This design comes from an exercise in tuning for small area on the open sky130 flow, not from production work. The RTL was checked by simulation tests, not by an equivalence proof against the original design.

$ cat flow/config.mk
export PLATFORM = sky130hd
export DESIGN_NAME = wfq_sched
export DESIGN_NICKNAME = wfq_sched
export VERILOG_FILES = /design/flow/design.v
export SDC_FILE = /design/flow/constraint.sdc
export NUM_CORES = 8
export LEC_CHECK = 0
export CAP_MARGIN = 20
export CORE_MARGIN = 2
export CORE_UTILIZATION = 60
export SLEW_MARGIN = 20
$ cat flow/constraint.sdc
create_clock -name core_clock -period 80.0 [get_ports {clk}]
set_input_delay 16.0000 -clock core_clock [delete_from_list [all_inputs] [get_ports {clk}]]
set_output_delay 16.0000 -clock core_clock [all_outputs]
set_load 0.01 [all_outputs]
$ cat flow/design.v
module wfq_sched (
    input  wire        clk,
    input  wire        rst,
    input  wire        enq_valid,
    input  wire [3:0]  enq_queue,
    input  wire [12:0] enq_len,
    input  wire        enq_green,
    output wire        enq_ready,
    input  wire        cfg_we,
    input  wire [3:0]  cfg_queue,
    input  wire [7:0]  cfg_weight,
    input  wire [15:0] elig,
    output reg         grant_valid,
    output reg  [3:0]  grant_queue,
    output reg  [12:0] grant_len,
    output reg         grant_green,
    output reg  [31:0] grant_finish
);
    reg [31:0] vtime;
    reg [7:0]  weight [0:15];
    reg [3:0]  vld    [0:15];
    reg [31:0] fin    [0:63];    
    reg [12:0] len    [0:63];
    reg        grn    [0:63];
    reg [3:0]  hsel   [0:15];    
    reg [31:0] head_fin [0:15];
    reg [15:0] head_grn;
    reg [15:0] head_ge;          
    reg [15:0] cand;
    wire [31:0] pivot = vtime ^ 32'h8000_0000;
    integer q, k, b;
    function automatic ge32(input [31:0] a, input [31:0] b);
        integer n;
        reg cy;
        begin
            cy = 1'b1;
            for (n = 0; n < 32; n = n + 1)
                cy = (a[n] & ~b[n]) | (cy & (a[n] | ~b[n]));
            ge32 = cy;
        end
    endfunction
    always @(*) begin
        for (q = 0; q < 16; q = q + 1) begin
            hsel[q] = vld[q] & ~{1'b0, vld[q][3:1]};
            head_fin[q] = 32'd0;
            head_grn[q] = 1'b0;
            for (k = 0; k < 4; k = k + 1) begin
                head_fin[q] = head_fin[q] | ({32{hsel[q][k]}} & fin[q*4+k]);
                head_grn[q] = head_grn[q] | (hsel[q][k] & grn[q*4+k]);
            end
            head_ge[q] = ge32(head_fin[q], pivot);
            cand[q]    = vld[q][0] & elig[q];
        end
    end
    localparam GS = 8;             
    localparam NG = 16 / GS;       
    localparam LB = 3;             
    localparam NK = 34;            
    reg [15:0]   kb [0:NK-1];      
    reg [15:0]   c;                
    reg [NG-1:0] gc;               
    reg [NG-1:0] gnz;              
    reg [NG-1:0] gbit;             
    reg [GS-1:0] keep;
    reg [NG-1:0] gkeep;
    reg [LB-1:0] lidx [0:NG-1];    
    reg [15:0]   onehot;
    integer s, g, e;
    always @(*) begin
        for (q = 0; q < 16; q = q + 1) begin
            kb[0][q] = ~head_grn[q];
            kb[1][q] = ~head_ge[q];
            for (b = 0; b < 32; b = b + 1)
                kb[NK-1-b][q] = head_fin[q][b];
        end
        grant_valid = |cand;
        c = cand;
        for (g = 0; g < NG; g = g + 1)
            gnz[g] = |cand[g*GS +: GS];
        gc = gnz;
        for (s = 0; s < NK; s = s + 1) begin
            for (g = 0; g < NG; g = g + 1) begin
                keep    = c[g*GS +: GS] & ~kb[s][g*GS +: GS];
                gbit[g] = ~|keep;
                if (|keep) c[g*GS +: GS] = keep;
            end
            gkeep = gc & ~gbit;
            if (s == 0)
                grant_green = |gkeep;
            else if (s >= 2)
                grant_finish[NK-1-s] = ~|gkeep;
            if (|gkeep) gc = gkeep;
        end
        for (g = 0; g < NG; g = g + 1) begin
            for (b = LB - 1; b >= 0; b = b - 1) begin
                for (e = 0; e < GS; e = e + 1)
                    keep[e] = c[g*GS + e] & ~e[b];
                lidx[g][b] = ~|keep;
                if (|keep) c[g*GS +: GS] = keep;
            end
        end
        for (b = (4 - LB) - 1; b >= 0; b = b - 1) begin
            for (g = 0; g < NG; g = g + 1)
                gkeep[g] = gc[g] & ~g[b];
            grant_queue[LB + b] = ~|gkeep;
            if (|gkeep) gc = gkeep;
        end
        grant_queue[LB-1:0] = {LB{1'b0}};
        for (g = 0; g < NG; g = g + 1)
            grant_queue[LB-1:0] = grant_queue[LB-1:0] | ({LB{gc[g]}} & lidx[g]);
        for (q = 0; q < 16; q = q + 1)
            onehot[q] = gc[q / GS] & c[q];
        grant_len = 13'd0;
        for (q = 0; q < 16; q = q + 1)
            for (k = 0; k < 4; k = k + 1)
                grant_len = grant_len | ({13{onehot[q] & hsel[q][k]}} & len[q*4+k]);
    end
    wire [3:0]  enq_vld   = vld[enq_queue];
    wire [31:0] tail_fin  = fin[{enq_queue, 2'd0}];
    wire        tail_lo   = ge32({1'b0, tail_fin[30:0]}, {1'b0, vtime[30:0]});
    wire        tail_pos  = (tail_fin[31] ^ vtime[31] ^ tail_lo) && (tail_fin != vtime);
    wire [31:0] start_tag = (enq_vld[0] && tail_pos) ? tail_fin : vtime;
    wire [7:0]  wq        = weight[enq_queue];
    wire [7:0]  enq_w     = (wq == 8'd0) ? 8'd1 : wq;
    wire [20:0] dividend = {enq_len, 8'd0};
    reg  [20:0] quot;
    reg  [8:0]  rem, trial, diff;
    reg  [8:0]  dsr;
    reg         bw;
    integer j, n;
    always @(*) begin
        dsr = {1'b0, enq_w};
        rem = 9'd0;
        for (j = 20; j >= 0; j = j - 1) begin
            trial = {rem[7:0], dividend[j]};
            bw = 1'b0;
            for (n = 0; n < 9; n = n + 1) begin
                diff[n] = trial[n] ^ dsr[n] ^ bw;
                bw      = (~trial[n] & (dsr[n] | bw)) | (dsr[n] & bw);
            end
            quot[j] = ~bw;
            rem = bw ? trial : diff;
        end
    end
    wire [31:0] incr    = {11'd0, quot[20:1], quot[0] | (enq_len == 13'd0)};
    wire [31:0] enq_fin = start_tag + incr;
    assign enq_ready = ~enq_vld[3];
    wire do_enq = enq_valid & ~enq_vld[3];
    integer i;
    always @(posedge clk) begin
        if (rst) begin
            vtime <= 32'd0;
            for (i = 0; i < 16; i = i + 1) begin
                weight[i] <= 8'd16;
                vld[i]    <= 4'd0;
            end
        end else begin
            if (grant_valid)
                vtime <= grant_finish;
            for (i = 0; i < 16; i = i + 1) begin
                if (do_enq && enq_queue == i && !(grant_valid && onehot[i]))
                    vld[i] <= {vld[i][2:0], 1'b1};
                else if (!(do_enq && enq_queue == i) && grant_valid && onehot[i])
                    vld[i] <= {1'b0, vld[i][3:1]};
            end
            if (cfg_we)
                weight[cfg_queue] <= cfg_weight;
        end
    end
    always @(posedge clk) begin
        if (do_enq) begin
            for (i = 0; i < 16; i = i + 1) begin
                if (enq_queue == i) begin
                    fin[i*4+3] <= fin[i*4+2];
                    fin[i*4+2] <= fin[i*4+1];
                    fin[i*4+1] <= fin[i*4+0];
                    fin[i*4+0] <= enq_fin;
                    len[i*4+3] <= len[i*4+2];
                    len[i*4+2] <= len[i*4+1];
                    len[i*4+1] <= len[i*4+0];
                    len[i*4+0] <= enq_len;
                    grn[i*4+3] <= grn[i*4+2];
                    grn[i*4+2] <= grn[i*4+1];
                    grn[i*4+1] <= grn[i*4+0];
                    grn[i*4+0] <= enq_green;
                end
            end
        end
    end
endmodule
$ cat flow/flow/run.sh
#!/bin/bash
# Own layout flow: the standard layout (standard.sh), with three changes:
#  - synthesis: the ABC step maps for area (flow/area.abc) instead of ORFS's
#    speed script, and adders are left to ABC (no full-adder extraction);
#    registers, their names and cell types are the standard synthesis's;
#  - CTS: sink clusters of up to 25 flip-flops, no dummy loads.
# Each tool's full output is in orfs/logs/ (per ORFS step) and make_finish.log.
set -euo pipefail
W=$(pwd)
# ORFS's synth.tcl, with the ABC script swapped
sed '/^source \$::env(SCRIPTS_DIR)\/synth_preamble.tcl/a set abc_args [lreplace $abc_args 1 1 '"$W"'/flow/area.abc]' \
    "$FLOW_HOME/scripts/synth.tcl" > "$W/own_synth_core.tcl"
grep -q 'flow/area.abc' "$W/own_synth_core.tcl"
# The standard flow's synthesis wrapper, sourcing that copy
sed 's#source \$::env(SCRIPTS_DIR)/synth.tcl#source '"$W"'/own_synth_core.tcl#' \
    "$W/synth_recipe.tcl" > "$W/own_synth.tcl"
grep -q own_synth_core "$W/own_synth.tcl"
CTS="-sink_clustering_enable -repair_clock_nets -dont_use_dummy_load -sink_clustering_size 25 -sink_clustering_max_diameter 70"
bash "$W/standard.sh" SYNTH_SCRIPT="$W/own_synth.tcl" ADDER_MAP_FILE= "CTS_ARGS=$CTS" finish > "$W/make_finish.log" 2>&1
$ cat flow/flow/area.abc
strash
dc2
&get -n
&dch -f
&nf -R 1000
&put
$ cat flow/standard.sh
#!/bin/bash
# synth_recipe.tcl (not shown) runs the flow's synth.tcl, then flattens the netlist and writes it again
# the make line also repeats each setting of config.mk as NAME=value (left out here)
make -C /OpenROAD-flow-scripts/flow DESIGN_CONFIG=/design/flow/config.mk WORK_HOME=/design/flow/orfs CLKGATE_MAP_FILE= SYNTH_SCRIPT=/design/flow/synth_recipe.tcl "${@:-finish}"
==> flow_summary.toml, run 1 <==
[critical_path]
path_buf_inv = 5
crit_top_cell = "a22oi_1"
critPathSlowestCell = "nor3b_1"
setup_crit_end_kind = "primary output"
worst-endpoint-required_ns = 64.00
max_stage_delay_ns = 0.89
cpLargestDelayFamily = "simple AND/OR/NAND/NOR gates"
cp-start-kind = "input port"
critical_path_peak_fanout = 13
worst-path-stages = 138
reg2reg_slack_ns = 28.61
path_depth_of_the_worst_reg2reg_path = 238
cp.arrival_ns = 51.63
setup.worst_path.start = "elig[11]"
crit_end = "grant_len[6]"
reg2reg_to = "fin[16][27]$_DFFE_PP_"
path_class = "input port to primary output"
regToRegStartpoint = "weight[13][7]$_SDFFCE_PN0P_"

[grt]
grt_use_met2 = 0.617
grt_use_total = 0.432
grt_antenna_before_repair = 18
use_met1 = 0.585
grt_start_max_net_pins = 158
busiest_layer_in_global_routing = "met2"
groute.layer.met3.usage = 0.142
global_route.overflow_total = 0
vias_in_the_first_global_route = 89700
wire_length_of_the_first_global_routing_pass_mm = 685

[routing]
drt_drc_violations_left = 0
drt-vias-per-instance = 7.76
post_drt_wl_per_cell_um = 40.2
drt_first_pass_iters = 13
final_antenna_net_count = 0
route.vias.total = 96200
detailedRoute.firstIterationViolations = 19300
postRouteWirelength_mm = 498

[cells_and_area]
drive_above_1_share = 0.0678
final_net_count = 9437
area.growth.synth_to_final_pct = 9.35
final_core_utilization = 0.658

[floorplanning]
num_io_pins = 102
start_util = 0.602
chipHeight_um = 475
coreArea_mm2 = 0.221
std_cell_rows = 173
die_area_mm2 = 0.226
die_outline_width_um = 475

[timing]
finalSetupViolCount = 0
fin_worst_skew_ns = 0.113
maxClockFrequency_mhz = 14.8
timing_worst_slew_pin_value_ns = 1.28
final.min_clock_period_ns = 67.63
slew_headroom = 0.144
final-max-slew-violation-count = 0
unrepaired_setup_endpoints_after_global_routing = "no"
setup_tns_ns = 0
final-hold-violation-count = 0
final.period_utilization = 0.845

[yosys]
synth.avg_cell_area_um2 = 15.2
synth_edf_count = 3072
synth-seq-area-share = 0.707
synth_unique_cells = 49
ys.warnings.count = 9
synthesis.nets = 8847
number_of_synthesized_register_bits = 3168
synth_area_mm2 = 0.133
synthFlopType = "edfxtp_1"
synthesis.instances = 8797
postSynth.asyncResetShare = 0

[hold_path]
worstHoldPathType = "register to register"

[clock_tree]
clock_sinks = 3168
cts.htree.levels = 4
cts.clk_slew.worst_paths_ns = 0.10
max-clock-path-buffers = 3
clkLatencyLatePin_ns = 0.89
clockRootBuffer = "clkbuf_16"
cts_hold_buffers = 0
cts_buffers = 167
post_cts_resized = 0
post-cts-setup-buffers = 0
tritoncts_clock_tree = "yes"

[placement]
dp.final_hpwl_mm = 326
numPortBuffers = 101
routabilityCongestion = 1.05

[status]
outcome = "finished clean"

[job]
maxCapViolations = 0
[stage by stage]
stage	setup slack, ns	instances	cell area (um^2)	hold WS [ns]
floorplan	17.73	8797	133000	0.421
global placement	10.85	12200	141000	0.425
detailed placement	11.43	12200	141000	0.428
CTS	11.98	12400	146000	0.364
global route	7.62	12400	146000	0.377
finish	12.37	12400	146000	0.371
[worst min path at each step]
stage                          start                     to  cells past startpoint  slack, ns
2_1_floorplan   fin[9][10]$_DFFE_PP_  fin[10][10]$_DFFE_PP_                      0       0.42
3_3_place_gp   fin[53][21]$_DFFE_PP_  fin[54][21]$_DFFE_PP_                      0       0.42
3_5_place_dp   fin[49][26]$_DFFE_PP_  fin[50][26]$_DFFE_PP_                      0       0.43
4_1_cts         fin[33][0]$_DFFE_PP_   fin[34][0]$_DFFE_PP_                      0       0.36
5_1_grt         fin[33][0]$_DFFE_PP_   fin[34][0]$_DFFE_PP_                      0       0.38
6_report        fin[33][0]$_DFFE_PP_   fin[34][0]$_DFFE_PP_                      0       0.37
[Yosys cell counts, drive strengths merged, types with 9 or more instances]
| master | instances | area [um^2] |
|---|---|---|
| edfxtp | 3072 | 92200 |
| a222oi | 688 | 6890 |
| nand2 | 609 | 2290 |
| nor2 | 494 | 1850 |
| a21boi | 465 | 3490 |
| a22oi | 460 | 3450 |
| maj3 | 433 | 4330 |
| o21a | 380 | 2850 |
| a21oi | 292 | 1460 |
| o21ai | 199 | 996 |
| and2 | 194 | 1210 |
| xnor2 | 169 | 1480 |
| a221oi | 136 | 1190 |
| a22o | 117 | 1020 |
| nand4 | 111 | 694 |
| dfxtp | 96 | 1920 |
| nor2b | 92 | 576 |
| clkinv | 89 | 334 |
| nor3 | 85 | 425 |
| nand3 | 63 | 315 |
| nor4 | 54 | 338 |
| mux2i | 40 | 400 |
| nand2b | 40 | 250 |
| or2 | 40 | 250 |
| and4 | 39 | 342 |
| o22ai | 39 | 244 |
| o211ai | 30 | 225 |
| xor2 | 28 | 245 |
| a31oi | 24 | 150 |
| or3 | 24 | 150 |
| nor3b | 23 | 173 |
| o22a | 22 | 193 |
| and3 | 21 | 131 |
| o221a | 19 | 214 |
| a21o | 17 | 128 |
| a221o | 17 | 170 |
| o221ai | 15 | 131 |
| a2111oi | 13 | 114 |
| a211oi | 13 | 97.6 |
| o21bai | 9 | 67.6 |
[layout make-up]
cell class / count / area (um^2)
Sequential cell: 3168 / 94200
Fill cell: 15700 / 75700
Inverter: 89 / 399
Timing Repair Buffer: 421 / 3540
Multi-Input combinational cell: 5540 / 39600
Antenna cell: 35 / 87.6
Clock buffer: 167 / 4180
Tap cell: 2975 / 3720
[worst reg2reg max path: cells and delay by family, from the launching register on]
| family | cells | cell delay [ns] |
|---|---|---|
| compound gates | 105 | 21.98 |
| xor+xnor | 13 | 3.53 |
| fa+ha+maj | 23 | 8.90 |
| buf+inv | 7 | 1.60 |
| flops | 1 | 0.39 |
| simple gates | 90 | 14.67 |
[state kept, by name, indices dropped and copies added, names as in the netlist]
register	flops
len	832
vtime	32
fin	2048
grn	64
weight	128
vld	64
[placed cells by master, fill, tap and decap left out, types with 79 or more instances in the layout]
cell | synthesis | final
a21boi_0 | 465 | 464
a22oi_1 | 460 | 460
a221oi_1 | 136 | 136
nand2_1 | 609 | 608
maj3_1 | 433 | 433
clkbuf_16 | 0 | 167
clkdlybuf4s50_1 | 0 | 100
a21oi_1 | 292 | 292
a222oi_1 | 688 | 688
xnor2_1 | 169 | 153
a22o_1 | 117 | 117
o21ai_0 | 199 | 191
nand4_1 | 111 | 111
buf_4 | 0 | 308
o21a_1 | 380 | 380
clkinv_1 | 89 | 81
and2_0 | 194 | 175
nor2_1 | 494 | 472
dfxtp_1 | 96 | 79
edfxtp_1 | 3072 | 3072
[routing by layer]
| layer | share of wire | routed length (um) |
|---|---|---|
| met2 | 0.42 | 209000 |
| met1 | 0.35 | 175000 |
| met4 | 0.069 | 34200 |
| met5 | 0.00077 | 385 |
| met3 | 0.16 | 78900 |
[kinds of logic (layout without fill, tap and decap cells)]
group	Yosys count	in the layout	synth area share
compound gates	2963	2963	0.174
simple gates	1905	1905	0.0685
fa+ha+maj	433	433	0.0325
buf+inv	89	677	0.00251
other cells	0	35	0
mux	42	42	0.00317
flops	3168	3168	0.707
xor+xnor	197	197	0.0129
==> inputs of run 2 (changes only) <==
--- a/flow/design.v
+++ b/flow/design.v
@@ -122,5 +122,5 @@
     wire [31:0] start_tag = (enq_vld[0] && tail_pos) ? tail_fin : vtime;
     wire [7:0]  wq        = weight[enq_queue];
-    wire [7:0]  enq_w     = (wq == 8'd0) ? 8'd1 : wq;
+    wire [7:0]  enq_w     = wq;
     wire [20:0] dividend = {enq_len, 8'd0};
     reg  [20:0] quot;
@@ -165,5 +165,5 @@
             end
             if (cfg_we)
-                weight[cfg_queue] <= cfg_weight;
+                weight[cfg_queue] <= (cfg_weight == 8'd0) ? 8'd1 : cfg_weight;
         end
     end
--- a/flow/flow/run.sh
+++ b/flow/flow/run.sh
@@ -1,8 +1,9 @@
 #!/bin/bash
-# Own layout flow: the standard layout (standard.sh), with three changes:
+# Own layout flow: the standard layout (standard.sh), with these changes:
 #  - synthesis: the ABC step maps for area (flow/area.abc) instead of ORFS's
 #    speed script, and adders are left to ABC (no full-adder extraction);
 #    registers, their names and cell types are the standard synthesis's;
-#  - CTS: sink clusters of up to 25 flip-flops, no dummy loads.
+#  - CTS: sink clusters of up to 25 flip-flops, no dummy loads;
+#  - port buffers are buf_1 cells.
 # Each tool's full output is in orfs/logs/ (per ORFS step) and make_finish.log.
 set -euo pipefail
@@ -17,3 +18,3 @@
 grep -q own_synth_core "$W/own_synth.tcl"
 CTS="-sink_clustering_enable -repair_clock_nets -dont_use_dummy_load -sink_clustering_size 25 -sink_clustering_max_diameter 70"
-bash "$W/standard.sh" SYNTH_SCRIPT="$W/own_synth.tcl" ADDER_MAP_FILE= "CTS_ARGS=$CTS" finish > "$W/make_finish.log" 2>&1
+bash "$W/standard.sh" SYNTH_SCRIPT="$W/own_synth.tcl" ADDER_MAP_FILE= "CTS_ARGS=$CTS" "BUFFER_PORTS_ARGS=-buffer_cell sky130_fd_sc_hd__buf_1" finish > "$W/make_finish.log" 2>&1
==> flow/flow/area.abc (replaced) <==
strash
dc2
dc2
&get -n
&dch -f
&nf -R 1000 -p -F 8 -C 32
&put
==> run 2 against run 1 <==
Compared with the run above: still clean; cell count increased by 2.2%; synthesized cell count increased by 3.3%; cell area decreased by 0.64%; first-iteration DRC count increased by 18%; worst hold slack improved by 0.0049 ns; sequential cell count unchanged; synthesized area decreased by 0.64%; clock-buffer cell count increased by 3; utilization increased by 0.15 points; clock skew increased by 0.0076 ns; largest cell class unchanged.
==> flow_summary.toml, run 2 <==
[routing]
detailedRoute.firstIterationViolations = 22700
post_drt_wl_per_cell_um = 43.0
postRouteWirelength_mm = 544
drt_first_pass_iters = 13
route.met3.wl_mm = 94.0
final_antenna_net_count = 0
drt-vias-per-instance = 7.95
met2_wirelength_mm = 225
top_signal_layer_used = "met5"
route.vias.total = 101000
drt_drc_violations_left = 0
detail_route.wirelength.met1_mm = 177

[yosys]
number_of_synthesized_register_bits = 3168
postSynth.asyncResetShare = 0
synth-seq-area-share = 0.711
synthesis.instances = 9085
synth_area_mm2 = 0.132
synth_edf_count = 3072
synth.avg_cell_area_um2 = 14.6
ys.warnings.count = 9
synthFlopType = "edfxtp_1"
synth.largest_area_cell = "edfxtp_1"
synth.most_common_cell = "edfxtp_1"
yosys.area.top_type_share = 0.697
synth.cells.most_frequent = "3,072 x edfxtp_1, 857 x nand2_1, 690 x a222oi_1"
synth_unique_cells = 60
ys_top_cells_by_area = "edfxtp_1 70%, a222oi_1 5.2%, maj3_1 2.5%, nand2_1 2.4%, a22oi_1 2.1%"
synthesis.nets = 9135

[cells_and_area]
largest_registers = "fin: 2048 flops, len: 832 flops, weight: 128 flops"
final_net_count = 9797
register_ranked_first_by_flip_flop_count = "fin"
layout_commonest_cell = "edfxtp_1"
final_core_utilization = 0.660
most-common-layout-cells = "3,072 x edfxtp_1, 856 x nand2_1, 690 x a222oi_1"
largest_reg_flops = 2048
drive_above_1_share = 0.0739
final_design_area_no_fill_mm2 = 0.145
area.growth.synth_to_final_pct = 9.34

[timing]
fin_worst_skew_ns = 0.121
final.min_clock_period_ns = 75.95
final-hold-violation-count = 0
finalSetupViolCount = 0
final.period_utilization = 0.949
setup_tns_ns = 0
timing_worst_slew_pin_value_ns = 1.33
slew_headroom = 0.115
unrepaired_setup_endpoints_after_global_routing = "no"
final-max-slew-violation-count = 0
maxClockFrequency_mhz = 13.2
hold_slack_ns = 0.376

[clock_tree]
tritoncts_clock_tree = "yes"
clockRootBuffer = "clkbuf_16"
max-clock-path-buffers = 3
cts_buffers = 170
cts.htree.levels = 4
post-cts-setup-buffers = 0
clock_sinks = 3168
cts_hold_buffers = 0
cts.clk_slew.worst_paths_ns = 0.10
clkLatencyLatePin_ns = 0.92
post_cts_resized = 0

[critical_path]
cp-start-kind = "input port"
critical_path_peak_fanout = 13
reg2reg_slack_ns = 25.70
worst-endpoint-required_ns = 64.00
cpLargestDelayFamily = "compound AO/OA/AOI/OAI gates"
setup_crit_end_kind = "primary output"
path_buf_inv = 13
crit_top_cell = "o21ai_0"
critPathSlowestCell = "o2111ai_1"
worst-path-stages = 146
regToRegStartpoint = "weight[7][3]$_SDFFCE_PN0P_"
cp.arrival_ns = 59.95
setup.worst_path.start = "elig[14]"
path_class = "input port to primary output"
max_stage_delay_ns = 0.85
reg2reg_to = "fin[48][30]$_DFFE_PP_"
path_depth_of_the_worst_reg2reg_path = 291
crit_end = "grant_len[0]"

[floorplanning]
num_io_pins = 102
die_area_mm2 = 0.224
coreArea_mm2 = 0.220
die_outline_width_um = 474
start_util = 0.603
std_cell_rows = 172
chipHeight_um = 474

[grt]
grt_antenna_before_repair = 40
vias_in_the_first_global_route = 93500
grt_use_total = 0.476
global_route.overflow_total = 0
wire_length_of_the_first_global_routing_pass_mm = 738
grt_start_max_net_pins = 130

[hold_path]
worstHoldPathType = "register to register"
worst_hold_path_depth = 0

[placement]
routabilityCongestion = 1.13
placed_cell_area_mm2 = 0.140
dp.final_hpwl_mm = 361
numPortBuffers = 101

[status]
outcome = "finished clean"

[job]
maxCapViolations = 0
## run 2: layer usage
layer  up-vias  track usage
met4        24        0.317
met5         -            0
li1      39100            -
met2     10300        0.675
met1     48800        0.611
met3      2441        0.182
## run 2: stage by stage
step / setup slack (ns) / std cells
floorplan: 13.63 / 9085
global placement: 5.10 / 12400
finish: 4.05 / 12700
detailed placement: 5.67 / 12400
global route: 2.83 / 12600
CTS: 5.57 / 12600
## run 2: area by class of cell
class,instances,area [um^2]
sequential,3168,94200
fill,15400,74700
multi-input combinational,5661,38200
clock buffer,170,4250
tap,2871,3590
timing repair buffer,490,3470
inverter,256,961
antenna,47,118
## run 2: cell families after synthesis
logic type / Yosys count / share of synthesized area
compound gates: 2851 / 0.164
flops: 3168 / 0.711
xor+xnor: 149 / 0.00985
buf+inv: 256 / 0.00726
fa+ha+maj: 325 / 0.0246
mux: 4 / 0.000312
simple gates: 2332 / 0.0827
## run 2: worst min path at each step
stage                                from  slack (ns)                     to
global placement     fin[22][8]$_DFFE_PP_        0.42   fin[23][8]$_DFFE_PP_
floorplan            fin[9][10]$_DFFE_PP_        0.42  fin[10][10]$_DFFE_PP_
CTS                 fin[42][28]$_DFFE_PP_        0.38  fin[43][28]$_DFFE_PP_
global route        fin[42][28]$_DFFE_PP_        0.39  fin[43][28]$_DFFE_PP_
finish              fin[41][30]$_DFFE_PP_        0.38  fin[42][30]$_DFFE_PP_
detailed placement  fin[25][11]$_DFFE_PP_        0.43  fin[26][11]$_DFFE_PP_
==> inputs of run 3 (changes only) <==
--- a/flow/design.v
+++ b/flow/design.v
@@ -18,5 +18,5 @@
 );
     reg [31:0] vtime;
-    reg [7:0]  weight [0:15];
+    reg [7:0]  weight [0:15];    
     reg [3:0]  vld    [0:15];
     reg [31:0] fin    [0:63];    
==> flow/flow/area.abc (replaced) <==
strash
dc2
dc2
&get -n
&dch -f
&nf -R 1000 -p -F 8 -C 32
&put
strash
dc2
&get -n
&dch -f
&nf -R 1000 -p -F 8 -C 32
&put
==> run 3 against run 2 <==
Compared with the run above: still clean; worst setup slack lost 0.68 ns; routed wire length shrank 1.4%; clock-buffer cell count stayed put; cell count is 0.13% higher; utilization fell by 0.12 points; first-iteration DRC count grew 8.3%; via count up 1.6%; non-clock buffer count is 2 higher; sequential share of layout area rose by 0.18 points; critical endpoint is now grant_len[2].
==> flow_summary.toml, run 3 <==
[routing]
drt_drc_violations_left = 0
drt_first_pass_iters = 16
postRouteWirelength_mm = 537
post_drt_wl_per_cell_um = 42.3
final_antenna_net_count = 0
detailedRoute.firstIterationViolations = 24600
drt-vias-per-instance = 8.07
route.vias.total = 102000

[critical_path]
path_depth_of_the_worst_reg2reg_path = 305
worst-endpoint-required_ns = 64.00
setup_crit_end_kind = "primary output"
critPathSlowestCell = "o2111ai_1"
crit_top_cell = "o21ai_0"
reg2reg_to = "fin[12][30]$_DFFE_PP_"
cp.arrival_ns = 60.63
critical_path_peak_fanout = 13
cp-start-kind = "input port"
max_stage_delay_ns = 0.92
reg2reg_slack_ns = 24.25
regToRegStartpoint = "weight[3][5]$_SDFFCE_PN0P_"
path_class = "input port to primary output"

[timing]
postLayoutSetupSlackWorst_ns = 3.37
finalSetupViolCount = 0
final.period_utilization = 0.958
unrepaired_setup_endpoints_after_global_routing = "no"
final-hold-violation-count = 0
timing_worst_slew_pin_value_ns = 1.34
slew_headroom = 0.103
hold_slack_ns = 0.395
setup_tns_ns = 0
final.min_clock_period_ns = 76.63
final-max-slew-violation-count = 0
maxClockFrequency_mhz = 13.0
fin_worst_skew_ns = 0.113

[yosys]
synth-seq-area-share = 0.713
number_of_synthesized_register_bits = 3168
synth_edf_count = 3072
synthesis.instances = 9096
postSynth.asyncResetShare = 0
synth.most_common_cell = "edfxtp_1"
ys.warnings.count = 9
ys_top_cells_by_area = "edfxtp_1 70%, a222oi_1 5.2%, a22oi_1 2.2%, nand2_1 2.1%, nor2_1 1.9%"
synth_unique_cells = 63
synthesis.nets = 9146
synth.largest_area_cell = "edfxtp_1"
synthFlopType = "edfxtp_1"
synth_area_mm2 = 0.132
yosys.area.top_type_share = 0.698
synth.avg_cell_area_um2 = 14.5
synth.cells.most_frequent = "3,072 x edfxtp_1, 742 x nand2_1, 680 x a222oi_1"

[floorplanning]
coreArea_mm2 = 0.219
die_outline_width_um = 473
start_util = 0.602
std_cell_rows = 172
num_io_pins = 102
chipHeight_um = 473
die_area_mm2 = 0.224

[grt]
grt_start_max_net_pins = 123
wire_length_of_the_first_global_routing_pass_mm = 735
global_route.overflow_total = 0
grt_antenna_before_repair = 53
grt_use_total = 0.469
vias_in_the_first_global_route = 94000

[placement]
numPortBuffers = 101
routabilityCongestion = 1.08
placement.setup.worst_slack_ns = 5.58
placed_cell_area_mm2 = 0.140
dp.final_hpwl_mm = 355

[cells_and_area]
largest_reg_flops = 2048
area.growth.synth_to_final_pct = 9.29
largest_registers = "fin: 2048 flops, len: 832 flops, weight: 128 flops"
final.fill_count = 15500
most-common-layout-cells = "3,072 x edfxtp_1, 741 x nand2_1, 680 x a222oi_1"
drive_above_1_share = 0.0727
final_design_area_no_fill_mm2 = 0.144
layout_commonest_cell = "edfxtp_1"
register_ranked_first_by_flip_flop_count = "fin"
regArea_mm2 = 0.0942
multi_input_comb_area_mm2 = 0.0382
final_net_count = 9810

[status]
outcome = "finished clean"

[clock_tree]
cts_hold_buffers = 0
cts_buffers = 170
cts.htree.levels = 4
cts.clk_slew.worst_paths_ns = 0.09
clockRootBuffer = "clkbuf_16"
clkLatencyLatePin_ns = 0.89
post_cts_resized = 0
tritoncts_clock_tree = "yes"
clock_sinks = 3168
post-cts-setup-buffers = 0
max-clock-path-buffers = 3

[hold_path]
worst_hold_path_depth = 0
worstHoldPathType = "register to register"
min_from = "len[16][0]$_DFFE_PP_"
min_delay_worst_endpoint = "len[17][0]$_DFFE_PP_"

[job]
maxCapViolations = 0
==> run 3: cell count changes in the layout (fill, tap and decap cells not counted), moves of 53 or more <==
cell,before,now
a21boi_0,249,324
a21o_1,119,46
a21oi_1,351,404
a221oi_1,180,263
a22o_1,113,171
clkinv_1,256,165
maj3_1,325,69
nand2_1,856,741
nor2_1,515,646
o21a_1,78,133
o21ai_0,308,429
==> run 3: how the worst max path moves through the flow <==
stage                           end  slack (ns)          from  cells past startpoint
5_1_grt                grant_len[2]        2.02      elig[14]                    152
6_report               grant_len[2]        3.37      elig[14]                    153
2_1_floorplan  fin[0][31]$_DFFE_PP_       11.41  enq_queue[0]                    292
4_1_cts                grant_len[2]        5.44      elig[14]                    153
3_5_place_dp           grant_len[2]        5.58      elig[14]                    153
3_3_place_gp           grant_len[2]        2.12      elig[14]                    149
==> run 3: area by class of cell <==
class	count	share of cell area
Sequential cell	3168	0.652
Antenna cell	51	0.000884
Inverter	165	0.00429
Timing Repair Buffer	492	0.0236
Multi-Input combinational cell	5763	0.265
Tap cell	2871	0.0249
Clock buffer	170	0.0295
==> run 3: kinds of logic after synthesis <==
kind of cell | count (synthesis) | synth area share
xor+xnor | 158 | 0.0105
flops | 3168 | 0.713
fa+ha+maj | 69 | 0.00523
compound gates | 3323 | 0.190
simple gates | 2208 | 0.0768
buf+inv | 165 | 0.00469
mux | 5 | 0.000407
==> run 3: layer usage <==
| metal | GRT usage | up-vias | routed length (um) |
|---|---|---|---|
| met5 | 0.00216 | - | 221 |
| met4 | 0.260 | 20 | 37300 |
| met3 | 0.158 | 2027 | 91700 |
| met2 | 0.675 | 10600 | 228000 |
| met1 | 0.630 | 50100 | 180000 |
| li1 | - | 39600 | - |
==> run 3: per-stage QoR <==
step                utilization  std cells
CTS                       0.657      12600
floorplan                     -       9096
global placement          0.638      12400
detailed placement        0.638      12500
global route              0.658      12600
finish                    0.658      12700
==> run 3: critical path, delay by kind of cell <==
family | cells | cell delay (ns)
AO/OA/AOI/OAI | 82 | 22.74
buffers and inverters | 15 | 2.92
AND/OR/NAND/NOR | 56 | 18.86
==> inputs of run 4 (changes only) <==
--- a/flow/design.v
+++ b/flow/design.v
@@ -116,11 +116,22 @@
                 grant_len = grant_len | ({13{onehot[q] & hsel[q][k]}} & len[q*4+k]);
     end
-    wire [3:0]  enq_vld   = vld[enq_queue];
-    wire [31:0] tail_fin  = fin[{enq_queue, 2'd0}];
+    wire [15:0] enq_sel   = 16'd1 << enq_queue;
+    reg  [3:0]  enq_vld;
+    reg  [31:0] tail_fin;
+    reg  [7:0]  enq_w;
+    integer     t;
+    always @(*) begin
+        enq_vld  = 4'd0;
+        tail_fin = 32'd0;
+        enq_w    = 8'd0;
+        for (t = 0; t < 16; t = t + 1) begin
+            enq_vld  = enq_vld  | ({4{enq_sel[t]}}  & vld[t]);
+            tail_fin = tail_fin | ({32{enq_sel[t]}} & fin[t*4]);
+            enq_w    = enq_w    | ({8{enq_sel[t]}}  & weight[t]);
+        end
+    end
     wire        tail_lo   = ge32({1'b0, tail_fin[30:0]}, {1'b0, vtime[30:0]});
     wire        tail_pos  = (tail_fin[31] ^ vtime[31] ^ tail_lo) && (tail_fin != vtime);
     wire [31:0] start_tag = (enq_vld[0] && tail_pos) ? tail_fin : vtime;
-    wire [7:0]  wq        = weight[enq_queue];
-    wire [7:0]  enq_w     = wq;
     wire [20:0] dividend = {enq_len, 8'd0};
     reg  [20:0] quot;
==> run 4 against run 3 <==
Compared with the run above: critical path type unchanged; critical path depth up 3; worst hold slack worse by 0.0089 ns; synthesized area decreased by 0.29%; still clean.
==> flow_summary.toml, run 4 <==
[yosys]
postSynth.asyncResetShare = 0
synthFlopType = "edfxtp_1"
synth.most_common_cell = "edfxtp_1"
synth.largest_area_cell = "edfxtp_1"
synth_unique_cells = 60
synth.avg_cell_area_um2 = 14.6
ys.warnings.count = 9
ys_top_cells_by_area = "edfxtp_1 70%, a222oi_1 6.1%, nand2_1 2.3%, a21boi_0 2.0%, a22oi_1 2.0%"
synth_area_mm2 = 0.132
synth.cells.most_frequent = "3,072 x edfxtp_1, 803 x a222oi_1, 792 x nand2_1"
synthesis.instances = 9039
synth-seq-area-share = 0.715
number_of_synthesized_register_bits = 3168
synth_edf_count = 3072
synthesis.nets = 9089
yosys.area.top_type_share = 0.700

[timing]
maxClockFrequency_mhz = 13.4
slew_headroom = 0.0745
finalSetupViolCount = 0
final-hold-violation-count = 0
final.min_clock_period_ns = 74.76
postLayoutSetupSlackWorst_ns = 5.24
timing_worst_slew_pin_value_ns = 1.38
fin_worst_skew_ns = 0.107
final-max-slew-violation-count = 0
hold_slack_ns = 0.386
unrepaired_setup_endpoints_after_global_routing = "no"
setup_tns_ns = 0
final.period_utilization = 0.934

[critical_path]
setup_crit_end_kind = "primary output"
cp.arrival_ns = 58.76
max_stage_delay_ns = 0.74
reg2reg_to = "fin[28][31]$_DFFE_PP_"
cp-start-kind = "input port"
worst-endpoint-required_ns = 64.00
path_depth_of_the_worst_reg2reg_path = 290
cpLargestDelayFamily = "compound AO/OA/AOI/OAI gates"
reg2reg_slack_ns = 22.87
path_buf_inv = 16
path_class = "input port to primary output"
critPathSlowestCell = "a222oi_1"
crit_top_cell = "o21ai_0"
critical_path_peak_fanout = 13
regToRegStartpoint = "weight[8][6]$_SDFFCE_PN0P_"

[hold_path]
worst_hold_path_depth = 0
worstHoldPathType = "register to register"
min_delay_worst_endpoint = "fin[22][13]$_DFFE_PP_"
min_from = "fin[21][13]$_DFFE_PP_"

[placement]
dp_cells = 12400
placed_cell_area_mm2 = 0.140
routabilityCongestion = 1.18
numPortBuffers = 101
placement.setup.worst_slack_ns = 4.63
dp.final_hpwl_mm = 374

[routing]
detailedRoute.firstIterationViolations = 25600
drt-vias-per-instance = 8.19
drt_first_pass_iters = 15
post_drt_wl_per_cell_um = 44.0
route.vias.total = 104000
drt_drc_violations_left = 0
final_antenna_net_count = 0
postRouteWirelength_mm = 556

[grt]
grt_antenna_before_repair = 49
global_route.overflow_total = 0
wire_length_of_the_first_global_routing_pass_mm = 753
grt_use_total = 0.487
grt_start_max_net_pins = 117
vias_in_the_first_global_route = 94600

[cells_and_area]
final_design_area_no_fill_mm2 = 0.144
final_core_utilization = 0.659
most-common-layout-cells = "3,072 x edfxtp_1, 803 x a222oi_1, 792 x nand2_1"
largest_registers = "fin: 2048 flops, len: 832 flops, weight: 128 flops"
regArea_mm2 = 0.0942
drive_above_1_share = 0.0745
layout_commonest_cell = "edfxtp_1"
largest_reg_flops = 2048
final.fill_count = 15500
finalNonFillerCells = 12600
multi_input_comb_area_mm2 = 0.0379
area.growth.synth_to_final_pct = 9.41
register_ranked_first_by_flip_flop_count = "fin"
final_net_count = 9772

[clock_tree]
cts_hold_buffers = 0
tritoncts_clock_tree = "yes"
clockRootBuffer = "clkbuf_16"
clkLatencyLatePin_ns = 0.90
cts.htree.levels = 4
max-clock-path-buffers = 3
cts.clk_slew.worst_paths_ns = 0.10
cts_buffers = 169
clock_sinks = 3168

[status]
outcome = "finished clean"

[floorplanning]
die_area_mm2 = 0.223
std_cell_rows = 172
start_util = 0.602
coreArea_mm2 = 0.219
chipHeight_um = 473
die_outline_width_um = 473
num_io_pins = 102

[job]
maxCapViolations = 0
[run 4: area by class of cell]
class / instances / area share
clock buffers: 169 / 0.0293
inverters: 143 / 0.00372
diodes: 54 / 0.000938
well taps: 2871 / 0.0249
multi-input cells: 5728 / 0.263
repair buffers: 512 / 0.0247
flip-flops and latches: 3168 / 0.654
[run 4: logic make-up after synthesis]
family          count (synthesis)  synth area share
mux                             2          0.000152
compound gates               3192             0.184
buf+inv                       143           0.00407
simple gates                 2293            0.0799
xor+xnor                      173            0.0115
flops                        3168             0.715
fa+ha+maj                      68           0.00517
[run 4: worst max-delay path by stage]
stage,from,to,depth (start not counted)
floorplan,enq_queue[3],fin[0][31]$_DFFE_PP_,284
global placement,enq_queue[2],fin[44][31]$_DFFE_PP_,289
detailed placement,enq_queue[2],fin[40][31]$_DFFE_PP_,293
CTS,enq_queue[2],fin[28][31]$_DFFE_PP_,293
global route,enq_queue[2],fin[16][31]$_DFFE_PP_,297
finish,elig[0],grant_len[9],156
[run 4: repair_timing]
| action | 4_1_cts | 5_1_grt |
|---|---|---|
| buffers inserted | 0 | 3 |
| setup endpoints to repair | 0 | 72 |
| gates resized for setup | 0 | 4 |
[run 4: worst reg2reg max path, delay by kind of cell, from the launching register on]
kind / cells / cell delay (ns)
buf+inv: 15 / 2.91
simple gates: 154 / 24.76
flops: 1 / 0.38
xor+xnor: 13 / 2.60
compound gates: 79 / 15.83
fa+ha+maj: 29 / 10.26
[run 4: routing by layer]
metal | global-route usage | up-vias | part of all wire
met3 | 0.219 | 2549 | 0.19
met2 | 0.667 | 11400 | 0.40
met4 | 0.320 | 46 | 0.084
met5 | 0 | - | 0.00080
li1 | - | 39500 | -
met1 | 0.626 | 50100 | 0.32
==> inputs of run 5 (changes only) <==
--- a/flow/design.v
+++ b/flow/design.v
@@ -154,6 +154,23 @@
         end
     end
-    wire [31:0] incr    = {11'd0, quot[20:1], quot[0] | (enq_len == 13'd0)};
-    wire [31:0] enq_fin = start_tag + incr;
+    wire [20:0] incr    = {quot[20:1], quot[0] | (enq_len == 13'd0)};
+    reg  [20:0] pg, pp, gen, prop;
+    reg  [20:0] sum_lo;
+    integer     d, m;
+    always @(*) begin
+        gen  = start_tag[20:0] & incr;
+        prop = start_tag[20:0] ^ incr;
+        pg   = gen;
+        pp   = prop;
+        for (d = 1; d < 21; d = d * 2)
+            for (m = 0; m < 21; m = m + 1)
+                if (m & d) begin
+                    pg[m] = pg[m] | (pp[m] & pg[(m & ~(d - 1)) - 1]);
+                    pp[m] = pp[m] & pp[(m & ~(d - 1)) - 1];
+                end
+        sum_lo = prop ^ {pg[19:0], 1'b0};
+    end
+    wire [10:0] hi_inc  = start_tag[31:21] + 11'd1;
+    wire [31:0] enq_fin = {pg[20] ? hi_inc : start_tag[31:21], sum_lo};
     assign enq_ready = ~enq_vld[3];
     wire do_enq = enq_valid & ~enq_vld[3];
==> run 5 against run 4 <==
Compared with the run above: maximum frequency fell by 0.65%; register-to-register slack improved by 0.09 ns; routed wire length rose by 1.0%; critical endpoint is now grant_len[5]; sequential cell count did not move; die area fell by 0.12%; still clean on timing, DRC and antenna; synthesized cell count fell by 0.31%; non-clock buffer count fell by 23.
==> flow_summary.toml, run 5 <==
[status]
outcome = "finished clean"

[floorplanning]
die_area_mm2 = 0.223
coreArea_mm2 = 0.218
start_util = 0.605
chipHeight_um = 472
die_outline_width_um = 472
num_io_pins = 102
std_cell_rows = 171

[yosys]
synthesis.instances = 9011
synth.largest_area_cell = "edfxtp_1"
synth_area_mm2 = 0.132
synthFlopType = "edfxtp_1"
synth_compound_gate_area_share = 0.185
xor_xnor_portion_of_the_synthesized_cell_area = 0.0112
synth.avg_cell_area_um2 = 14.6
yosys.area_share.simple = 0.0790
ys.warnings.count = 9
number_of_synthesized_register_bits = 3168
ys_top_cells_by_area = "edfxtp_1 70%, a222oi_1 6.1%, nand2_1 2.5%, a22oi_1 2.0%, a21boi_0 1.8%"
postSynth.asyncResetShare = 0
synth_adder_area_share = 0.00434
main_combinational_cell_family_by_area_after_synthesis = "compound AO/OA/AOI/OAI gates"
synth.most_common_cell = "edfxtp_1"
synth_edf_count = 3072
synth.cells.most_frequent = "3,072 x edfxtp_1, 874 x nand2_1, 796 x a222oi_1"
yosys-mux-area-fraction = 0.000238
yosys.area.top_type_share = 0.701
synth_unique_cells = 60
synth-seq-area-share = 0.716
synthesis.nets = 9061

[cells_and_area]
largest_reg_flops = 2048
layout_commonest_cell = "edfxtp_1"
drive_above_1_share = 0.0737
largest_registers = "fin: 2048 flops, len: 832 flops, weight: 128 flops"
final_core_utilization = 0.661
area.growth.synth_to_final_pct = 9.34
final_net_count = 9723
finalNonFillerCells = 12600
most-common-layout-cells = "3,072 x edfxtp_1, 873 x nand2_1, 796 x a222oi_1"
final_design_area_no_fill_mm2 = 0.144
register_ranked_first_by_flip_flop_count = "fin"

[timing]
final.min_clock_period_ns = 75.25
setup_tns_ns = 0
hold_slack_ns = 0.337
final.period_utilization = 0.941
fin_worst_skew_ns = 0.133
finalSetupViolCount = 0
maxClockFrequency_mhz = 13.3
slew_headroom = 0.0979
final-max-slew-violation-count = 0
postLayoutSetupSlackWorst_ns = 4.75
unrepaired_setup_endpoints_after_global_routing = "no"
final-hold-violation-count = 0
timing_worst_slew_pin_value_ns = 1.35

[critical_path]
crit_top_cell = "o21ai_0"
path_class = "input port to primary output"
path_depth_of_the_worst_reg2reg_path = 300
cpLargestDelayFamily = "compound AO/OA/AOI/OAI gates"
worst-path-stages = 150
cp.arrival_ns = 59.25
crit_end = "grant_len[5]"
regToRegStartpoint = "weight[12][4]$_SDFFCE_PN1P_"
max_stage_delay_ns = 0.81
reg2reg_slack_ns = 22.96
worst-endpoint-required_ns = 64.00
setup.worst_path.start = "elig[12]"
setup_crit_end_kind = "primary output"
cp-start-kind = "input port"
critPathSlowestCell = "or4_1"
critical_path_peak_fanout = 17
path_buf_inv = 11
reg2reg_to = "fin[4][31]$_DFFE_PP_"

[routing]
detailedRoute.firstIterationViolations = 24900
drt-vias-per-instance = 8.23
drt_first_pass_iters = 14
final_antenna_net_count = 0
route.vias.total = 103000
post_drt_wl_per_cell_um = 44.7
drt_drc_violations_left = 0
postRouteWirelength_mm = 562

[grt]
vias_in_the_first_global_route = 96100
wire_length_of_the_first_global_routing_pass_mm = 761
global_route.overflow_total = 0
grt_start_max_net_pins = 116
grt_antenna_before_repair = 48
grt_use_total = 0.493

[clock_tree]
clockRootBuffer = "clkbuf_16"
cts.htree.levels = 4
clkLatencyLatePin_ns = 0.89
post-cts-setup-buffers = 0
tritoncts_clock_tree = "yes"
cts_buffers = 171
post_cts_resized = 0
cts_hold_buffers = 0
clock_sinks = 3168
cts.clk_slew.worst_paths_ns = 0.10
max-clock-path-buffers = 3

[placement]
placement.setup.worst_slack_ns = 6.36
dp_cells = 12400
numPortBuffers = 101
routabilityCongestion = 1.12
placed_cell_area_mm2 = 0.139
dp.final_hpwl_mm = 378

[hold_path]
min_from = "fin[10][26]$_DFFE_PP_"
worst_hold_path_depth = 0
worstHoldPathType = "register to register"

[job]
maxCapViolations = 0
## run 5: changes by cell type after synthesis, sizes merged, moves of 23 or more
cell | previous run | this run
nand2 | 792 | 874
o21a | 107 | 130
a21boi | 345 | 316
o21ai | 429 | 396
nor2b | 157 | 123
a22o | 85 | 117
xnor2 | 139 | 113
nor2 | 665 | 596
## run 5: metal layers
layer	wire length, um	track usage	up-vias
li1	-	-	39300
met1	178000	0.623	49600
met2	230000	0.692	11700
met3	100000	0.192	2776
met4	53300	0.357	16
met5	149	0	-
## run 5: cell families after synthesis
group,count (synthesis)
and+or+nand+nor,2279
DFF,3168
muxes,3
xor gates and xnor gates,168
buffers and inverters,148
adders and majority gates,57
AOI/OAI and AO/OA,3188
## run 5: worst register-to-register path, delay by kind of cell, from the launching register on
family / cells / cell delay, ns
and+or+nand+nor: 179 / 26.10
AOI/OAI and AO/OA: 67 / 14.87
adders and majority gates: 26 / 8.92
xor gates and xnor gates: 13 / 3.30
buffers and inverters: 15 / 2.97
DFF: 1 / 0.48
## run 5: worst min path at each step
stage	end
3_3_place_gp	fin[42][9]$_DFFE_PP_
4_1_cts	fin[11][26]$_DFFE_PP_
5_1_grt	fin[11][26]$_DFFE_PP_
6_report	fin[11][26]$_DFFE_PP_
2_1_floorplan	fin[10][10]$_DFFE_PP_
3_5_place_dp	fin[50][12]$_DFFE_PP_
## run 5: layout make-up
cell class                      count  area, um^2
Sequential cell                  3168       94200
Fill cell                       15100       73700
Multi-Input combinational cell   5695       37700
Clock buffer                      171        4280
Tap cell                         2854        3570
Timing Repair Buffer              489        3430
Inverter                          148         556
Antenna cell                       49         123
==> inputs of run 6 (changes only) <==
--- a/flow/design.v
+++ b/flow/design.v
@@ -25,4 +25,5 @@
     reg [3:0]  hsel   [0:15];    
     reg [31:0] head_fin [0:15];
+    reg [12:0] head_len [0:15];
     reg [15:0] head_grn;
     reg [15:0] head_ge;          
@@ -45,5 +46,7 @@
             head_fin[q] = 32'd0;
             head_grn[q] = 1'b0;
+            head_len[q] = 13'd0;
             for (k = 0; k < 4; k = k + 1) begin
+                head_len[q] = head_len[q] | ({13{hsel[q][k]}} & len[q*4+k]);
                 head_fin[q] = head_fin[q] | ({32{hsel[q][k]}} & fin[q*4+k]);
                 head_grn[q] = head_grn[q] | (hsel[q][k] & grn[q*4+k]);
@@ -53,66 +56,33 @@
         end
     end
-    localparam GS = 8;             
-    localparam NG = 16 / GS;       
-    localparam LB = 3;             
-    localparam NK = 34;            
-    reg [15:0]   kb [0:NK-1];      
-    reg [15:0]   c;                
-    reg [NG-1:0] gc;               
-    reg [NG-1:0] gnz;              
-    reg [NG-1:0] gbit;             
-    reg [GS-1:0] keep;
-    reg [NG-1:0] gkeep;
-    reg [LB-1:0] lidx [0:NG-1];    
-    reg [15:0]   onehot;
-    integer s, g, e;
+    reg [15:0] c;
+    reg [15:0] keep;
+    reg [15:0] fbit;
+    reg [15:0] onehot;
     always @(*) begin
-        for (q = 0; q < 16; q = q + 1) begin
-            kb[0][q] = ~head_grn[q];
-            kb[1][q] = ~head_ge[q];
-            for (b = 0; b < 32; b = b + 1)
-                kb[NK-1-b][q] = head_fin[q][b];
-        end
         grant_valid = |cand;
         c = cand;
-        for (g = 0; g < NG; g = g + 1)
-            gnz[g] = |cand[g*GS +: GS];
-        gc = gnz;
-        for (s = 0; s < NK; s = s + 1) begin
-            for (g = 0; g < NG; g = g + 1) begin
-                keep    = c[g*GS +: GS] & ~kb[s][g*GS +: GS];
-                gbit[g] = ~|keep;
-                if (|keep) c[g*GS +: GS] = keep;
-            end
-            gkeep = gc & ~gbit;
-            if (s == 0)
-                grant_green = |gkeep;
-            else if (s >= 2)
-                grant_finish[NK-1-s] = ~|gkeep;
-            if (|gkeep) gc = gkeep;
+        keep = c & head_grn;
+        grant_green = |keep;
+        if (|keep) c = keep;
+        keep = c & head_ge;
+        if (|keep) c = keep;
+        for (b = 31; b >= 0; b = b - 1) begin
+            for (q = 0; q < 16; q = q + 1)
+                fbit[q] = head_fin[q][b];
+            keep = c & ~fbit;
+            grant_finish[b] = ~|keep;
+            if (|keep) c = keep;
         end
-        for (g = 0; g < NG; g = g + 1) begin
-            for (b = LB - 1; b >= 0; b = b - 1) begin
-                for (e = 0; e < GS; e = e + 1)
-                    keep[e] = c[g*GS + e] & ~e[b];
-                lidx[g][b] = ~|keep;
-                if (|keep) c[g*GS +: GS] = keep;
-            end
-        end
-        for (b = (4 - LB) - 1; b >= 0; b = b - 1) begin
-            for (g = 0; g < NG; g = g + 1)
-                gkeep[g] = gc[g] & ~g[b];
-            grant_queue[LB + b] = ~|gkeep;
-            if (|gkeep) gc = gkeep;
-        end
-        grant_queue[LB-1:0] = {LB{1'b0}};
-        for (g = 0; g < NG; g = g + 1)
-            grant_queue[LB-1:0] = grant_queue[LB-1:0] | ({LB{gc[g]}} & lidx[g]);
+        onehot = c & ~{c[14:0] | {c[13:0], 1'b0} | {c[12:0], 2'b0} | {c[11:0], 3'b0} |
+                       {c[10:0], 4'b0} | {c[9:0], 5'b0} | {c[8:0], 6'b0} | {c[7:0], 7'b0} |
+                       {c[6:0], 8'b0} | {c[5:0], 9'b0} | {c[4:0], 10'b0} | {c[3:0], 11'b0} |
+                       {c[2:0], 12'b0} | {c[1:0], 13'b0} | {c[0], 14'b0}, 1'b0};
+        grant_queue = 4'd0;
         for (q = 0; q < 16; q = q + 1)
-            onehot[q] = gc[q / GS] & c[q];
+            grant_queue = grant_queue | ({4{onehot[q]}} & q[3:0]);
         grant_len = 13'd0;
         for (q = 0; q < 16; q = q + 1)
-            for (k = 0; k < 4; k = k + 1)
-                grant_len = grant_len | ({13{onehot[q] & hsel[q][k]}} & len[q*4+k]);
+            grant_len = grant_len | ({13{onehot[q]}} & head_len[q]);
     end
     wire [15:0] enq_sel   = 16'd1 << enq_queue;
--- a/flow/config.mk
+++ b/flow/config.mk
@@ -9,3 +9,4 @@
 export CORE_MARGIN = 2
 export CORE_UTILIZATION = 60
+export SETUP_SLACK_MARGIN = 2
 export SLEW_MARGIN = 20
==> run 6 against run 5 <==
Compared with the run above: the layout now fails its checks (antenna rules); synthesized cell count down 0.43%; routed wire length fell by 1.3%; first-iteration DRC count increased by 2.1%; critical path depth grew 25; worst hold slack improved by 0.035 ns; critical path type unchanged; highest routed layer unchanged.
==> flow_summary.toml, run 6 <==
[floorplanning]
start_util = 0.604
coreArea_mm2 = 0.217
chipHeight_um = 471
die_area_mm2 = 0.222
std_cell_rows = 171
num_io_pins = 102
die_outline_width_um = 471

[critical_path]
cpLargestDelayFamily = "compound AO/OA/AOI/OAI gates"
path_class = "input port to primary output"
path_buf_inv = 20
cp-start-kind = "input port"
setup_crit_end_kind = "primary output"
worst-endpoint-required_ns = 64.00
critPathSlowestCell = "and4_1"
max_stage_delay_ns = 0.62
crit_top_cell = "o21ai_0"
reg2reg_slack_ns = 22.00
critical_path_peak_fanout = 28
cp.arrival_ns = 59.49

[clock_tree]
clkLatencyLatePin_ns = 0.90
tritoncts_clock_tree = "yes"
cts_hold_buffers = 0
cts_buffers = 167
cts.clk_slew.worst_paths_ns = 0.07
clock_sinks = 3168
cts.htree.levels = 4
max-clock-path-buffers = 3
clockRootBuffer = "clkbuf_16"

[cells_and_area]
largest_registers = "fin: 2048 flops, len: 832 flops, weight: 128 flops"
final.fill_count = 14900
final_design_area_no_fill_mm2 = 0.144
area.growth.synth_to_final_pct = 9.81
finalNonFillerCells = 12600
register_ranked_first_by_flip_flop_count = "fin"
most-common-layout-cells = "3,072 x edfxtp_1, 1,007 x nand2_1, 830 x a222oi_1"
drive_above_1_share = 0.0777
layout_commonest_cell = "edfxtp_1"
largest_reg_flops = 2048
final_net_count = 9712

[timing]
fin_worst_skew_ns = 0.126
slew_headroom = 0.112
final-hold-violation-count = 0
final-max-slew-violation-count = 0
unrepaired_setup_endpoints_after_global_routing = "no"
timing_worst_slew_pin_value_ns = 1.33
final.period_utilization = 0.944
finalSetupViolCount = 0
final.min_clock_period_ns = 75.49
maxClockFrequency_mhz = 13.2

[yosys]
synth_unique_cells = 55
synth_area_mm2 = 0.131
synth.most_common_cell = "edfxtp_1"
ys.warnings.count = 8
ys_top_cells_by_area = "edfxtp_1 70%, a222oi_1 6.3%, nand2_1 2.9%, a21oi_1 1.9%, a21boi_0 1.7%"
postSynth.asyncResetShare = 0
synth.largest_area_cell = "edfxtp_1"
yosys.area.top_type_share = 0.704
synthesis.nets = 9022
synth_edf_count = 3072
synthFlopType = "edfxtp_1"
synth.cells.most_frequent = "3,072 x edfxtp_1, 1,012 x nand2_1, 830 x a222oi_1"
number_of_synthesized_register_bits = 3168
synth-seq-area-share = 0.718
synthesis.instances = 8972
synth.avg_cell_area_um2 = 14.6

[placement]
dp_cells = 12300
routabilityCongestion = 1.00
placed_cell_area_mm2 = 0.139
dp.final_hpwl_mm = 362
numPortBuffers = 101

[grt]
grt_use_total = 0.487
grt_antenna_before_repair = 48
wire_length_of_the_first_global_routing_pass_mm = 750
grt_start_max_net_pins = 139
busiest_layer_in_global_routing = "met2"
vias_in_the_first_global_route = 94900
grt_use_met2 = 0.679
use_met1 = 0.627
global_route.overflow_total = 0
groute.layer.met3.usage = 0.208

[routing]
drt-vias-per-instance = 8.22
post_drt_wl_per_cell_um = 44.0
drt_drc_violations_left = 0
detailedRoute.firstIterationViolations = 25500
postRouteWirelength_mm = 555
route.vias.total = 104000
drt_first_pass_iters = 13
final_antenna_net_count = 2

[status]
check_faults = "antenna rules"
outcome = "finished with violations"

[job]
maxCapViolations = 0

[hold_path]
worstHoldPathType = "register to register"
run 6: changes by cell type after synthesis, moves of 27 or more:
cell      change
nand2_1     +138
a21oi_1     +136
a22oi_1     -105
nor2_1       -97
nor2b_1      -57
o21a_1       -45
a222oi_1     +34
o22ai_1      +33
clkinv_1     +30
and2_0       -28
a221oi_1     -27
run 6: cell families after synthesis:
group           after synthesis  share of synthesized area
compound gates             3199                      0.185
xor+xnor                    172                     0.0115
fa+ha+maj                    69                    0.00527
buf+inv                     178                    0.00510
flops                      3168                      0.718
simple gates               2186                     0.0747
run 6: worst reg2reg max path, delay by kind of cell (launching register included):
family / cells / cell delay, ns
XOR/XNOR: 13 / 2.82
buffers and inverters: 18 / 3.70
flip-flops: 1 / 0.38
AND/OR/NAND/NOR: 136 / 23.61
adder cells (fa/ha/maj): 27 / 9.20
AO/OA/AOI/OAI: 94 / 17.86
run 6: cell type report:
class / count / area (um^2) / area share
Sequential cell: 3168 / 94200 / 0.655
Multi-Input combinational cell: 5630 / 37300 / 0.259
Clock buffer: 167 / 4180 / 0.0290
Timing Repair Buffer: 517 / 3760 / 0.0262
Tap cell: 2854 / 3570 / 0.0248
Inverter: 178 / 721 / 0.00501
Antenna cell: 84 / 210 / 0.00146
run 6: per-layer routing:
metal | wire [um] | vias to the layer above
met5 | 485 | -
met4 | 44100 | 32
met3 | 101000 | 2537
met2 | 230000 | 11800
met1 | 180000 | 49900
li1 | - | 39300
run 6: stage by stage:
step	setup slack, ns	hold slack [ns]	TNS [ns]	util
after detailed placement	1.05	0.428	0	0.640
after floorplan	2.17	0.421	0	-
after CTS	2.03	0.375	0	0.660
after global placement	-0.215	0.423	-2.41	0.640
final	4.51	0.372	0	0.663
after global routing	2.03	0.389	0	0.662
run 6: repair_timing:
action / 4_1_cts / 5_1_grt
resized for setup: 5 / 43
buffers inserted: 0 / 18
setup endpoints to repair: 17 / 114
pin swaps: 1 / 11
gates cloned: 0 / 4
endpoints found under the hold margin: 0 / 0
run 6: path summary, 6_finish.rpt:
check | start | endpoint | cells after the start
hold reg to reg | fin[13][9]$_DFFE_PP_ | fin[14][9]$_DFFE_PP_ | 0
hold / removal | fin[13][9]$_DFFE_PP_ | fin[14][9]$_DFFE_PP_ | 0
setup / recovery | elig[2] | grant_queue[2] | 175
setup reg to reg | weight[9][5]$_SDFFCE_PN0P_ | fin[40][30]$_DFFE_PP_ | 288

[re-timing with driven ports]
In the flow no input, the clock included, has a driving cell. The finished layouts below were timed again as built, in two steps.
Step 1 sets driving cells, clkbuf_16 on the clock port and buf_2 on the other inputs (assumed; they add their load-dependent delay and slew).
Step 2, shift: input delay + t, output delay - t, t = (earliest + latest rising clock arrival at the registers) / 2. This alone moves slack from input paths to output paths.
Slacks: ideal / step 1 / step 2; pairs: ideal / step 1.
run | t (ns) | slack for setup (ns) | hold slack, ns
run 1 | 0.924 | 12.368 / 12.337 / 11.666 | 0.371 / 0.371 / 0.371
run 2 | 0.964 | 4.047 / 4.027 / 4.027 | 0.376 / 0.376 / 0.376
run 3 | 0.939 | 3.371 / 3.340 / 3.340 | 0.395 / 0.395 / 0.395
run 4 | 0.945 | 5.243 / 5.217 / 5.217 | 0.386 / 0.386 / 0.386
run 5 | 0.938 | 4.750 / 4.731 / 4.731 | 0.337 / 0.337 / 0.337
run 6 | 0.942 | 4.510 / 4.484 / 4.484 | 0.372 / 0.372 / 0.372
For run 1, which loses most, drivers alone change the setup slack by -0.031 ns; drivers and shift together by -0.702 ns.
